Source: an optimization exercise on an open RTL-to-GDS flow (aim: small area, a short achievable clock period and few clock cycles per item). Production flows keep margins and buffers that such runs may drop. Function was checked by simulation only, so behaviour that the tests miss may differ from the original. Power figures rest on the tool's default switching activity, not on a simulated workload.

**design/flow/config.mk**
```make
export PLATFORM = sky130hd
export DESIGN_NAME = lat_cell
export DESIGN_NICKNAME = lat_cell
export VERILOG_FILES = /design/flow/design.v
export SDC_FILE = /design/flow/constraint.sdc
export NUM_CORES = 4
export LEC_CHECK = 0
export CAP_MARGIN = 20
export CORE_MARGIN = 2
export CORE_UTILIZATION = 40
export SLEW_MARGIN = 20
```
**design/flow/constraint.sdc**
```tcl
create_clock -name core_clock -period 24.0 [get_ports {clk}]
set_input_delay 4.8000 -clock core_clock [delete_from_list [all_inputs] [get_ports {clk}]]
set_output_delay 4.8000 -clock core_clock [all_outputs]
set_load 0.01 [all_outputs]
```
**design/flow/design.v**
```verilog
module lat_cell (
    input  wire               clk,
    input  wire               rst,
    input  wire               start,
    output wire               ready,
    output reg                done,
    input  wire               cfg_invert,
    input  wire               cfg_dsrc,
    input  wire               cfg_aw,
    input  wire        [15:0] in_offset,
    input  wire signed [31:0] in_gain,
    input  wire signed [31:0] kp,
    input  wire signed [31:0] ki,
    input  wire signed [31:0] kd,
    input  wire        [15:0] alpha,
    input  wire signed [31:0] kt,
    input  wire signed [31:0] umin,
    input  wire signed [31:0] umax,
    input  wire signed [31:0] bias,
    input  wire signed [31:0] i_init,
    input  wire               hold,
    input  wire        [15:0] value,
    input  wire signed [31:0] tau,
    input  wire        [30:0] rate,
    input  wire               casc,
    input  wire signed [31:0] rho_src,
    input  wire               st_init,
    input  wire               st_done,
    input  wire signed [31:0] st_rho,
    input  wire signed [31:0] st_i,
    input  wire signed [31:0] st_dterm,
    input  wire signed [31:0] st_dprev,
    input  wire signed [31:0] st_u,
    output reg                o_init,
    output reg                o_done,
    output reg                o_ramping,
    output reg                o_event,
    output reg                o_satout,
    output reg          [4:0] o_sat,
    output reg  signed [31:0] o_rho,
    output reg  signed [31:0] o_i,
    output reg  signed [31:0] o_dterm,
    output reg  signed [31:0] o_dprev,
    output reg  signed [31:0] o_u
);
    localparam signed [31:0] QMAX = 32'sh7FFF_FFFF;
    localparam signed [31:0] QMIN = 32'sh8000_0000;
    localparam [3:0] S_IDLE = 4'd0,
                     S_Y    = 4'd1,    
                     S_E    = 4'd2,    
                     S_P    = 4'd3,    
                     S_A    = 4'd4,    
                     S_D    = 4'd5,    
                     S_V    = 4'd6,    
                     S_I    = 4'd7,    
                     S_T    = 4'd8,    
                     S_W    = 4'd9;    
    reg [3:0] state;
    function automatic [32:0] sat33(input signed [32:0] x);
        begin
            if (x > 33'sd2147483647)
                sat33 = {1'b1, QMAX};
            else if (x < -33'sd2147483648)
                sat33 = {1'b1, QMIN};
            else
                sat33 = {1'b0, x[31:0]};
        end
    endfunction
    function automatic [32:0] add_sat(input signed [31:0] a, input signed [31:0] b);
        add_sat = sat33({a[31], a} + {b[31], b});
    endfunction
    function automatic [32:0] sub_sat(input signed [31:0] a, input signed [31:0] b);
        sub_sat = sat33({a[31], a} - {b[31], b});
    endfunction
    function automatic signed [31:0] clamp(input signed [31:0] x,
                                           input signed [31:0] lo,
                                           input signed [31:0] hi);
        clamp = (x < lo) ? lo : ((x > hi) ? hi : x);
    endfunction
    function automatic signed [31:0] ramp(input signed [31:0] rho,
                                          input signed [31:0] tgt,
                                          input        [30:0] r);
        reg signed [32:0] diff;
        reg        [32:0] mag;
        begin
            diff = {tgt[31], tgt} - {rho[31], rho};
            mag  = diff[32] ? -diff : diff;
            if (r == 31'd0 || mag <= {2'b00, r})
                ramp = tgt;
            else if (diff[32])
                ramp = rho - $signed({1'b0, r});
            else
                ramp = rho + $signed({1'b0, r});
        end
    endfunction
    reg  signed [31:0] mul_a;
    reg  signed [31:0] mul_b;
    reg                mul_q16;    
    wire signed [63:0] mul_p   = mul_a * mul_b;
    wire signed [63:0] mul_r   = mul_q16 ? ((mul_p + 64'sd32768) >>> 16)
                                         : ((mul_p + 64'sd4194304) >>> 23);
    wire               mul_hi  = (mul_r > 64'sd2147483647);
    wire               mul_lo  = (mul_r < -64'sd2147483648);
    wire signed [31:0] mul_q   = mul_hi ? QMAX : (mul_lo ? QMIN : mul_r[31:0]);
    wire               mul_s   = mul_hi | mul_lo;
    reg  signed [31:0] y_r, rho_r, e_r, d_r, dprev_r, p_r, adt_r, kdd_r;
    reg  signed [31:0] v_r, u_r, kie_r, ktt_r, dterm_r, uv_r;
    reg          [4:0] sat_r;
    wire               first     = ~st_init;
    wire signed [31:0] i_prev    = first ? i_init : st_i;
    wire signed [31:0] dterm_prv = first ? 32'sd0 : st_dterm;
    wire signed [31:0] rho_n = casc ? rho_src : (first ? y_r : ramp(st_rho, tau, rate));
    wire        [32:0] e_s   = cfg_invert ? sub_sat(y_r, rho_n) : sub_sat(rho_n, y_r);
    wire        [32:0] d_s   = cfg_invert ? add_sat(e_s[31:0], rho_n)
                                          : sub_sat(e_s[31:0], rho_n);
    wire signed [31:0] d_n   = cfg_dsrc ? d_s[31:0] : e_s[31:0];
    wire               d_sat = cfg_dsrc & d_s[32];
    wire        [32:0] dd_s  = sub_sat(d_r, dprev_r);
    wire        [32:0] dt_s  = add_sat(adt_r, kdd_r);
    wire        [32:0] v1_s  = add_sat(p_r, i_prev);
    wire        [32:0] v2_s  = add_sat(v1_s[31:0], dt_s[31:0]);
    wire        [32:0] v3_s  = add_sat(v2_s[31:0], bias);
    wire signed [31:0] v_n   = v3_s[31:0];
    wire signed [31:0] u_n   = clamp(v_n, umin, umax);
    wire        [32:0] uv_s  = sub_sat(u_r, v_r);
    wire               inc_stop = ((v_r > umax) && (kie_r > 0)) || ((v_r < umin) && (kie_r < 0));
    wire signed [31:0] inc0     = inc_stop ? 32'sd0 : kie_r;
    wire        [32:0] i1_s     = add_sat(i_prev, cfg_aw ? kie_r : inc0);
    wire        [32:0] i2_s     = add_sat(i1_s[31:0], ktt_r);
    wire signed [31:0] i_n      = cfg_aw ? i2_s[31:0] : i1_s[31:0];
    wire         [1:0] i_sat    = cfg_aw ? {1'b0, i1_s[32]} + {1'b0, i2_s[32]}
                                         : {1'b0, i1_s[32]};
    wire        [32:0] ib_s     = add_sat(i_init, bias);
    wire signed [31:0] rho_h    = casc ? rho_src : (st_init ? ramp(st_rho, tau, rate) : st_rho);
    wire               own_h    = ~casc & st_init;
    wire               own_e    = ~casc;
    wire signed [31:0] val_d    = $signed({15'd0, value}) - $signed({15'd0, in_offset});
    always @(*) begin
        mul_a   = 32'sd0;
        mul_b   = 32'sd0;
        mul_q16 = 1'b0;
        case (state)
            S_Y: begin mul_a = val_d;                    mul_b = in_gain;   mul_q16 = 1'b1; end
            S_P: begin mul_a = kp;                       mul_b = e_r;                       end
            S_A: begin mul_a = $signed({16'd0, alpha});  mul_b = dterm_prv; mul_q16 = 1'b1; end
            S_D: begin mul_a = kd;                       mul_b = dd_s[31:0];                end
            S_I: begin mul_a = ki;                       mul_b = e_r;                       end
            S_T: begin mul_a = kt;                       mul_b = uv_s[31:0];                end
            default: ;
        endcase
    end
    assign ready = (state == S_IDLE);
    always @(posedge clk) begin
        if (rst) begin
            state <= S_IDLE;
            done  <= 1'b0;
        end else begin
            done <= 1'b0;
            case (state)
                S_IDLE: if (start) begin
                    sat_r <= 5'd0;
                    state <= S_Y;
                end
                S_Y: begin
                    if (hold) begin
                        o_init    <= st_init;
                        o_rho     <= rho_h;
                        o_i       <= st_i;
                        o_dterm   <= st_dterm;
                        o_dprev   <= st_dprev;
                        o_u       <= st_init ? st_u : clamp(ib_s[31:0], umin, umax);
                        o_satout  <= 1'b0;
                        o_sat     <= 5'd0;
                        o_ramping <= own_h & (rho_h != tau);
                        o_event   <= own_h & (rho_h == tau) & ~st_done;
                        o_done    <= st_done | (own_h & (rho_h == tau));
                        done      <= 1'b1;
                        state     <= S_IDLE;
                    end else begin
                        y_r   <= mul_q;
                        sat_r <= sat_r + {4'd0, mul_s};
                        state <= S_E;
                    end
                end
                S_E: begin
                    rho_r   <= rho_n;
                    e_r     <= e_s[31:0];
                    d_r     <= d_n;
                    dprev_r <= first ? d_n : st_dprev;
                    sat_r   <= sat_r + {4'd0, e_s[32]} + {4'd0, d_sat};
                    state   <= S_P;
                end
                S_P: begin
                    p_r   <= mul_q;
                    sat_r <= sat_r + {4'd0, mul_s};
                    state <= S_A;
                end
                S_A: begin
                    adt_r <= mul_q;
                    sat_r <= sat_r + {4'd0, mul_s};
                    state <= S_D;
                end
                S_D: begin
                    kdd_r <= mul_q;
                    sat_r <= sat_r + {4'd0, dd_s[32]} + {4'd0, mul_s};
                    state <= S_V;
                end
                S_V: begin
                    dterm_r <= dt_s[31:0];
                    v_r     <= v_n;
                    u_r     <= u_n;
                    sat_r   <= sat_r + {4'd0, dt_s[32]} + {4'd0, v1_s[32]}
                                     + {4'd0, v2_s[32]} + {4'd0, v3_s[32]};
                    state   <= S_I;
                end
                S_I: begin
                    kie_r <= mul_q;
                    sat_r <= sat_r + {4'd0, mul_s};
                    state <= cfg_aw ? S_T : S_W;
                    ktt_r <= 32'sd0;
                end
                S_T: begin
                    ktt_r <= mul_q;
                    sat_r <= sat_r + {4'd0, uv_s[32]} + {4'd0, mul_s};
                    state <= S_W;
                end
                S_W: begin
                    o_init    <= 1'b1;
                    o_rho     <= rho_r;
                    o_i       <= clamp(i_n, umin, umax);
                    o_dterm   <= dterm_r;
                    o_dprev   <= d_r;
                    o_u       <= u_r;
                    o_satout  <= (v_r < umin) || (v_r > umax);
                    o_sat     <= sat_r + {3'd0, i_sat};
                    o_ramping <= own_e & (rho_r != tau);
                    o_event   <= own_e & (rho_r == tau) & ~st_done;
                    o_done    <= st_done | (own_e & (rho_r == tau));
                    done      <= 1'b1;
                    state     <= S_IDLE;
                end
                default: state <= S_IDLE;
            endcase
        end
    end
endmodule
```
**design/flow/run.sh**
```bash
#!/bin/bash
# synth_recipe.tcl (not shown) runs the flow's synth.tcl, then flattens the netlist and writes it again
# the make line also repeats each setting of config.mk as NAME=value (left out here)
make -C /OpenROAD-flow-scripts/flow DESIGN_CONFIG=/design/flow/config.mk WORK_HOME=/design/flow/orfs CLKGATE_MAP_FILE= SYNTH_SCRIPT=/design/flow/synth_recipe.tcl finish
```
==> notes.md <==
worst reg2reg max path: cells and delay by family, from the launching register on:
family / cells / cell delay, ns
adder cells (fa/ha/maj): 4 / 1.29
flip-flops: 1 / 0.53
XOR/XNOR: 2 / 0.57
AND/OR/NAND/NOR: 7 / 0.85
multiplexers: 2 / 0.91
buffers and inverters: 3 / 0.81
AO/OA/AOI/OAI: 57 / 13.41
cell type report:
cell class | count | area, µm² | area share [%]
diodes | 10 | 25.0 | 0.0211
clock buffers | 72 | 1720 | 1.45
clock inverters | 47 | 515 | 0.435
inverters | 1720 | 6460 | 5.46
multi-input cells | 9359 | 77400 | 65.4
flip-flops and latches | 596 | 17900 | 15.1
well taps | 3384 | 4230 | 3.58
repair buffers | 1091 | 10200 | 8.60
timing repair:
action / 4_1_cts / 5_1_grt
resized for setup: 0 / 32
setup buffers: 0 / 5
endpoints found under the hold margin: 0 / 0
endpoints found under the setup margin: 0 / 94
per-layer routing:
layer / vias up / part of all wire, %
li1: 42800 / -
met1: 47000 / 41
met2: 4905 / 43
met3: 880 / 9.4
met4: 8 / 6.0
met5: - / 0.011
logic make-up (layout without fill, tap and decap cells):
group,count (synthesis),after routing,share of synthesized area (%)
adder cells (fa/ha/maj),2078,2078,33.2
AND/OR/NAND/NOR,3711,3711,16.6
flip-flops,596,596,17.3
XOR/XNOR,582,582,4.95
other,0,10,0
multiplexers,215,215,2.22
AO/OA/AOI/OAI,2772,2773,17.4
buffers and inverters,2275,2930,8.30
cells in the mapped netlist, drive strengths merged, types with 61 or more instances:
cell type and instances:
nor2 1081, clkbuf 506, mux2 101, a21boi 61, o21ai 661, nand3 192, xnor2 351, a31oi 79
o31ai 87, and2 100, a21oi 782, inv 1718, nor4 68, or3 73, nand2b 172, and3 104
nor2b 152, a21o 235, o21bai 102, mux2i 113, a221oi 77, nand2 1275, xor2 231, ha 970
a211oi 98, nand4 136, o21a 93, nor3 186, fa 1105, edfxtp 591
report_power, final:
group	leakage (nW)	internal (mW)	switching, mW
clock network	1.08	0.612	0.504
logic	46.6	2.86	5.39
registers	5.38	1.50	0.0412
stage by stage:
stage               total power, mW  cells  instance area, µm²  hold WS [ns]  utilization [%]
global placement               9.61  16100              116000         0.489             45.2
floorplan                      6.61  12200              103000         0.484                -
global route                   11.6  16300              118000         0.495             46.1
detailed placement             9.59  16100              116000         0.495             45.2
finish                         10.9  16300              118000         0.470             46.1
CTS                            10.7  16300              118000         0.468             46.1
path summary, 6_finish.rpt:
| check | endpoint | slack (ns) |
|---|---|---|
| worst max-delay path | o_i[3] | 1.03 |
| worst min-delay path | o_dterm[23] | 0.47 |
| worst max register to register | o_i[3] | 5.39 |
| worst min register to register | o_dterm[23] | 0.47 |
sequential cells by signal, indices dropped and copies added, names as in the netlist, 32 cells and up:
register / cells
p_r: 32
o_i: 32
dterm_r: 32
rho_r: 32
o_dterm: 32
y_r: 32
e_r: 32
d_r: 32
o_dprev: 32
ktt_r: 32
o_rho: 32
dprev_r: 32
o_u: 32
kie_r: 32
kdd_r: 32
u_r: 32
adt_r: 32
v_r: 32
==> flow_summary.ini <==
[synthesis]
synth_top_cells_by_area = fa_1 (21%), edfxtp_1 (17%), ha_1 (12%)
syn-num-nets = 14900
synth.distinct_cells = 103
synth_top_cell_by_area = fa_1
synthFlopType = edfxtp_1
yosys_warnings = 1
synth_edf_count = 591
async_reset_ff_share_pct = 0
synthDominantCellAreaShare_pct = 21.4
syn-cell-area_um2 = 103000
synth_seq_cells = 596
syn_area_per_cell_um2 = 8.44
synth_seq_area_share_pct = 17.3
synth_cells = 12200

[route]
ant_nets = 0
routed_wl_um = 439000
dr.pass1.iters = 12
vias = 95700
viasPerCell = 5.88
wl_per_cell_um = 27.0
drt_iter0_markers = 10800
drcViolationCount = 0

[job]
drv_cap = 0

[place]
dp_slack_ns = 0.120
port_buffers = 772
hpwlAfterDp_um = 361000
routabilityCongestion = 1.02

[sta]
final_max_slew_viol_count = 0
fin_crit_sh_pct = 95.7
setup-tns-final_ns = 0
finalClockSkew_ns = 0.0503
worstMarginPinSlew_ns = 1.33
fin_crit_ns = 22.97
rsz0062_at_grt = no
max_freq_mhz = 43.5
setup_viol_count_final = 0
final-hold-violation-count = 0
slew-limit-headroom_pct = 11.3
setup_slack_ns = 1.03

[worst_setup_path]
cp_data_required_time_ns = 24.39
crit_buf_inv = 5
crit_slowest_cell = o41ai_1
cp.depth = 77
arrival_ns = 23.36
crit_fanout = 32
end_kind = flip-flop
cp_slowest_stage_delay_ns = 0.67
crit_top_cell = a21o_1
cp-startpoint = umin[1]
cp-start-kind = primary input
timing.rr.start = v_r[1]
crit_family = compound AO/OA/AOI/OAI gates
r2r.worst_path.cells = 75
worstSetupPathType = in2reg

[clocking]
path_clk_slew_ns = 0.10
clock_latency_ns = 0.69
ctsHoldBuffers = 0
root_buffer = clkbuf_16
cts_htree_levels = 3
cts_tree = built
cts_buffer_depth = 3
clock-sinks = 596
cts_buffers = 66

[hold_path]
hp-start = dterm_r[23]
hold_depth = 2
hold_path.class = reg2reg

[floorplan]
die-area_um2 = 262000
die_w_um = 512
io_pins = 773
fp-row-count = 186
start_util_pct = 40.2
die_h_um = 512
core_um2 = 257000

[grt]
grt.busiest_layer = met2
globalRouteMet2Util_pct = 49.6
grt_pass1_wl_um = 632000
grt_start_max_net_pins = 122
met3_usage_pct = 6.02
grt_pass1_vias = 91900
met1_usage_pct = 44.5
grt_overflow_total = 0
grt_antenna_before_repair = 37
track_usage_pct = 32.7

[pwr]
powerDensity_nw_per_um2 = 92.1
power_leakage_nw = 53.1
peakVddDrop_mv = 0.100

[cells_and_area]
nets = 15500
final_common_cell = inv_1
area_growth_pct = 14.8
drive_above_1_share_pct = 5.86
final_cell_mix = inv_1 (1717), nand2_1 (1272), fa_1 (1105)
nFillCells = 25300

[outcome]
outcome = no timing/DRC/antenna violations
Testbench counts, summed over its fixed seeds: cycles 28,701, items 3,200.

static timing again, ports no longer ideal:
In the flow no input, the clock included, has a driving cell. The finished layout below was timed again as built, in two steps.
Step 1, drivers: a clkbuf_16 drives clk and a buf_2 each remaining input, both assumed.
Step 2 times the ports against the registers' clock, not the clock port: input delays grow and output delays shrink by t, the midpoint of the rising clock arrivals with the driver on.
Slacks: ideal / step 1 / step 2; pairs: ideal / step 1.
shift t [ns]: 0.763
setup slack, ns: 1.026 / 1.096 / 0.333
worst setup path after step 2: input to register
worst register clock-pin slew, ns: 0.10 / 0.10
pins driven straight from the clock port: 1
After both steps this run still meets setup and hold. For this run, drivers alone change the setup slack by +0.070 ns; drivers and shift together by -0.693 ns.
